This design comes from an exercise in tuning for small area, a short achievable clock period and few clock cycles per item on the open sky130 flow, not from production work. At most, simulation tests tie the RTL to the original design; equivalence was not proved. No activity file was given, so power comes from the tool's default toggle rates.

==> trial 34 <==
Design fpu32, start of the top module:
module fpu32 (
    input  wire        clk,
    input  wire        rst,
    input  wire        in_valid,
    input  wire [3:0]  in_op,
    input  wire [1:0]  in_rm,
    input  wire        in_cnan,
    input  wire [31:0] in_a,
    input  wire [31:0] in_b,
    input  wire [31:0] in_c,
    output wire        out_valid,
    output wire [31:0] out_result,
    output wire [4:0]  out_flags
);
    localparam C0 = 1;   
    localparam C1 = 1;   
    localparam C2 = 1;   
    localparam C3 = 1;   
    localparam C4 = 1;   
    localparam C5 = 1;   
    localparam C6 = 1;   
    localparam [3:0] OP_FADD = 4'h0, OP_FSUB = 4'h1, OP_FMUL = 4'h2,
                     OP_FMA  = 4'h5, OP_FMS  = 4'h6, OP_FMAX = 4'h8,
                     OP_FNEG = 4'h9, OP_FABS = 4'hA;
    localparam [1:0] RNE = 2'd0, RTZ = 2'd1, RDN = 2'd2, RUP = 2'd3;
    localparam [31:0] DEFAULT_NAN = 32'h7FC0_0000;
    localparam [31:0] ONE         = 32'h3F80_0000;
    localparam NST = C0 + C1 + C2 + C3 + C4 + C5 + C6;
    reg [NST-1:0] vpipe;
    always @(posedge clk) begin
        if (rst) vpipe <= {NST{1'b0}};
        else     vpipe <= {vpipe[NST-2:0], in_valid};
    end
    assign out_valid = vpipe[NST-1];
    wire [3:0]  op;
    wire [1:0]  rm0;
    wire        cnan;
    wire [31:0] a, b, c;
    generate if (C0) begin : g_c0
        reg [3:0]  q_op;
        reg [1:0]  q_rm;
        reg        q_cnan;
        reg [31:0] q_a, q_b, q_c;
  ...
clock: 11.5 ns
lec_check: 0
cap_margin: 20
core_margin: 2
core_utilization: 40
slew_margin: 20
standard.sh (not shown) runs the stock make flow with config.mk's settings and CLKGATE_MAP_FILE= SYNTH_SCRIPT=/design/flow/synth_recipe.tcl, a recipe that flattens the netlist after the stock synthesis.
==> flow/flow/run.sh <==
#!/bin/bash
# Layout flow: the standard synthesis unchanged, then the standard ORFS
# layout steps with a larger setup margin for the resizer's timing repair,
# so that it keeps improving paths well below the 11.5 ns clock.
set -euo pipefail
MARGIN=$(cat flow/margin.txt)
bash standard.sh synth > synth.log 2>&1
bash standard.sh SETUP_SLACK_MARGIN=$MARGIN finish > layout.log 2>&1
==> flow/flow/margin.txt <==
7.0
==> trial 83 (differences from trial 34) <==
==> flow/flow/margin.txt (replaced) <==
8.0
==> build 1 (differences from trial 34) <==
--- a/flow/design.v
+++ b/flow/design.v
@@ -163,13 +163,14 @@
     wire [31:0] Z  = take ? {v[31], 31'b0} : z;
     wire        Zn = take ? 1'b0 : z_neg;
     wire [7:0]  ea = {a[30:24], a[23] | (a[30:23] == 8'd0)};
     wire [7:0]  ebx = {b[30:24], b[23] | (b[30:23] == 8'd0)};
     wire [7:0]  ec = {c[30:24], c[23] | (c[30:23] == 8'd0)};
-    wire [7:0]  eyv = op_addsub ? 8'd127 : ebx;
-    wire [7:0]  ezv = op_mul ? 8'd1 : (op_fmas ? ec : ebx);
-    wire signed [10:0] sh = $signed({3'b0, ea}) + $signed({3'b0, eyv}) - $signed({3'b0, ezv}) - 11'sd100;
+    wire signed [10:0] sh_fma = $signed({3'b0, ea}) + $signed({3'b0, ebx}) - $signed({3'b0, ec}) - 11'sd100;
+    wire signed [10:0] sh_add = $signed({3'b0, ea}) - $signed({3'b0, ebx}) + 11'sd27;
+    wire signed [10:0] sh_mul = $signed({3'b0, ea}) + $signed({3'b0, ebx}) - 11'sd101;
+    wire signed [10:0] sh = op_addsub ? sh_add : (op_mul ? sh_mul : sh_fma);
     wire        clamp0 = sh[10] && !take;
     wire [6:0]  shc0 = sh[10] ? 7'd0 : ((sh[9:7] != 3'b0) ? 7'd127 : sh[6:0]);
     wire        Xn = (X[30:23] != 8'd0);
     wire        Yn = (Y[30:23] != 8'd0);
     wire        Zh = (Z[30:23] != 8'd0);
@@ -216,30 +217,45 @@
     wire [76:0] oa = {25'h1FF_FFFF, ps2, 2'b0};    
     wire [76:0] ob = {27'b0, pc2, 2'b0};
     wire [76:0] oc = {1'b0, zi2};
     wire [76:0] s3 = oa ^ ob ^ oc;
     wire [76:0] c3 = {(oa[75:0] & ob[75:0]) | (oa[75:0] & oc[75:0]) | (ob[75:0] & oc[75:0]), 1'b0};
-    wire [76:0] t0, pall77;
+    wire [76:0] t0, pall_unused;
     wire        co_unused;
-    fpu32_add u_add (.a(s3), .b(c3), .s(t0), .pall(pall77), .co(co_unused));
+    fpu32_add u_add (.a(s3), .b(c3), .s(t0), .pall(pall_unused), .co(co_unused));
     wire        cout = t0[76];
-    wire [75:0] pall = pall77[75:0];
-    wire        incr = esub2 & !ast2;
+    wire        incr = esub2 & !ast2 & cout;
     wire        neg  = esub2 & !cout;
-    wire [75:0] mag  = t0[75:0] ^ (cout ? (pall & {76{incr}}) : {76{esub2}});
     wire        rsign = neg ? sz2 : sp2;
-    localparam W3 = 2 + 1 + 1 + 76 + 1 + 1 + 1 + 9;
-    wire [W3-1:0] c3_d = {rm2, expff2, inv2, mag, ast2, rsign, esub2, eb2};
+    localparam W3 = 2 + 1 + 1 + 76 + 1 + 1 + 1 + 1 + 1 + 9;
+    wire [W3-1:0] c3_d = {rm2, expff2, inv2, t0[75:0], incr, neg, ast2, rsign, esub2, eb2};
     wire [W3-1:0] c3_q;
     generate if (C3) begin : g_c3
         reg [W3-1:0] q; always @(posedge clk) q <= c3_d; assign c3_q = q;
     end else begin : g_c3n
         assign c3_q = c3_d;
     end endgenerate
     wire [1:0]  rm3; wire expff3, inv3;
-    wire [75:0] mag3; wire ast3, rsign3, esub3; wire [8:0] eb3;
-    assign {rm3, expff3, inv3, mag3, ast3, rsign3, esub3, eb3} = c3_q;
+    wire [75:0] t3; wire incr3, neg3, ast3, rsign3, esub3; wire [8:0] eb3;
+    assign {rm3, expff3, inv3, t3, incr3, neg3, ast3, rsign3, esub3, eb3} = c3_q;
+    wire [75:0] tall;      
+    genvar gi;
+    generate
+        wire [9:0] blk;
+        wire [9:0] bpre;
+        for (gi = 0; gi < 10; gi = gi + 1) begin : g_blk
+            if (gi < 9) assign blk[gi] = &t3[8*gi+7:8*gi];
+            else        assign blk[gi] = &t3[75:72];
+            if (gi == 0) assign bpre[gi] = 1'b1;
+            else         assign bpre[gi] = &blk[gi-1:0];
+        end
+        for (gi = 0; gi < 76; gi = gi + 1) begin : g_tall
+            if (gi % 8 == 0) assign tall[gi] = bpre[gi/8];
+            else             assign tall[gi] = bpre[gi/8] & (&t3[gi-1:(gi/8)*8]);
+        end
+    endgenerate
+    wire [75:0] mag3 = t3 ^ ((tall & {76{incr3}}) | {76{neg3}});
     wire ezero3 = (mag3 == 76'b0) && !ast3;
     reg [75:0] mk;
     integer k;
     always @(*) begin
         for (k = 0; k < 76; k = k + 1)
==> flow/flow/margin.txt (replaced) <==
7.5
==> trial 41 (differences from trial 34) <==
==> flow/flow/margin.txt (replaced) <==
7.7
==> parameters.txt <==
Parameter                              Value

Status
  Outcome  no timing/DRC/antenna violations

Pwr
  Leakage dissipation    23.6 nW
  Internal    between 10 and 15 mW
  Power consumed by combinational cells    roughly 14 mW
  Overall power of the completed layout    20.7 mW

Critical path
  Cell family with most CP delay    compound AO/OA/AOI/OAI gates

Placement
  Dpl cells    about 6.7k

Logic synthesis
  Synthesized area per cell    8.92 um^2

Timing
  Setup repair after global routing missed its margin    yes

Die
  Die X    between 300 and 400 um
[end of results for trial 41]
==> parameters.txt <==
Parameter                              Value

Pwr
  Leakage dissipation    around 24 nW
  Power consumed by combinational cells    between 10 and 15 mW
  Overall power of the completed layout    approximately 18 mW

Status
  Outcome  no timing/DRC/antenna violations

Timing
  Setup repair after global routing missed its margin    yes

Logic synthesis
  Synthesized area per cell    approximately 8.8 um^2

Placement
  Dpl cells    between 7k and 8k

Die
  Die X    358 um
[end of results for build 1]
==> parameters.txt <==
Parameter                              Value

Logic synthesis
  Synthesized area per cell    8.92 um^2
  Cell Area, Synth    about 47000 um^2

Timing
  Final sum of negative setup slack    0 ns

Drt
  Residual DRC count    0

Status
  Outcome  no timing/DRC/antenna violations

Pwr
  Internal    ~12 mW
  Overall power of the completed layout    22.0 mW

Global routing
  Met1 Usage GRT    0.355

Die
  Die X    approximately 350 um

Placement
  Dpl cells    between 6k and 7k
[end of results for trial 83]
==> parameters.txt <==
Parameter                              Value

Status
  Outcome  no timing/DRC/antenna violations

Placement
  Dpl cells    between 6k and 7k

Pwr
  Overall power of the completed layout    18.7 mW
  Leakage dissipation    about 22 nW

Die
  Die X    approximately 350 um

Timing
  Setup repair after global routing missed its margin    no

Logic synthesis
  Synthesized area per cell    about 8.9 um^2
[end of results for trial 34]
Testbench counts of trial 34, summed over its fixed seeds: cycles 16,056, items 16,000.
Testbench counts of trial 83, summed over its fixed seeds: cycles 16,056, items 16,000.
Testbench counts of trial 41, summed over its fixed seeds: cycles 16,056, items 16,000.
For build 1, only the layout was checked, not whether the RTL still works.

==> separate check: timing with driven ports <==
The results above use ideal ports. As a check the final layouts listed here were re-extracted and re-timed, cells and wires unchanged.
Step 1, drivers: a clkbuf_16 drives clk and a buf_2 each remaining input, both assumed.
Step 2 times the ports against the registers' clock, not the clock port: input delays grow and output delays shrink by t, the midpoint of the rising clock arrivals with the driver on.
Slacks: ideal ports / drivers / drivers and shift; pairs: ideal ports / drivers.
run	shift t [ns]	setup slack, ns	latest minus earliest clock arrival (ns)	worst data-port slew with drivers (ns)	pins driven straight from the clock port
trial 34	0.716	7.099 / 7.099 / 7.099	0.038 / 0.038	0.06	1
trial 83	0.727	7.438 / 7.438 / 7.438	0.066 / 0.066	0.06	1
build 1	0.755	6.919 / 6.919 / 6.919	0.036 / 0.036	0.08	1
trial 41	0.736	7.513 / 7.513 / 7.513	0.067 / 0.067	0.06	1
After both steps setup and hold are still met in every run listed.
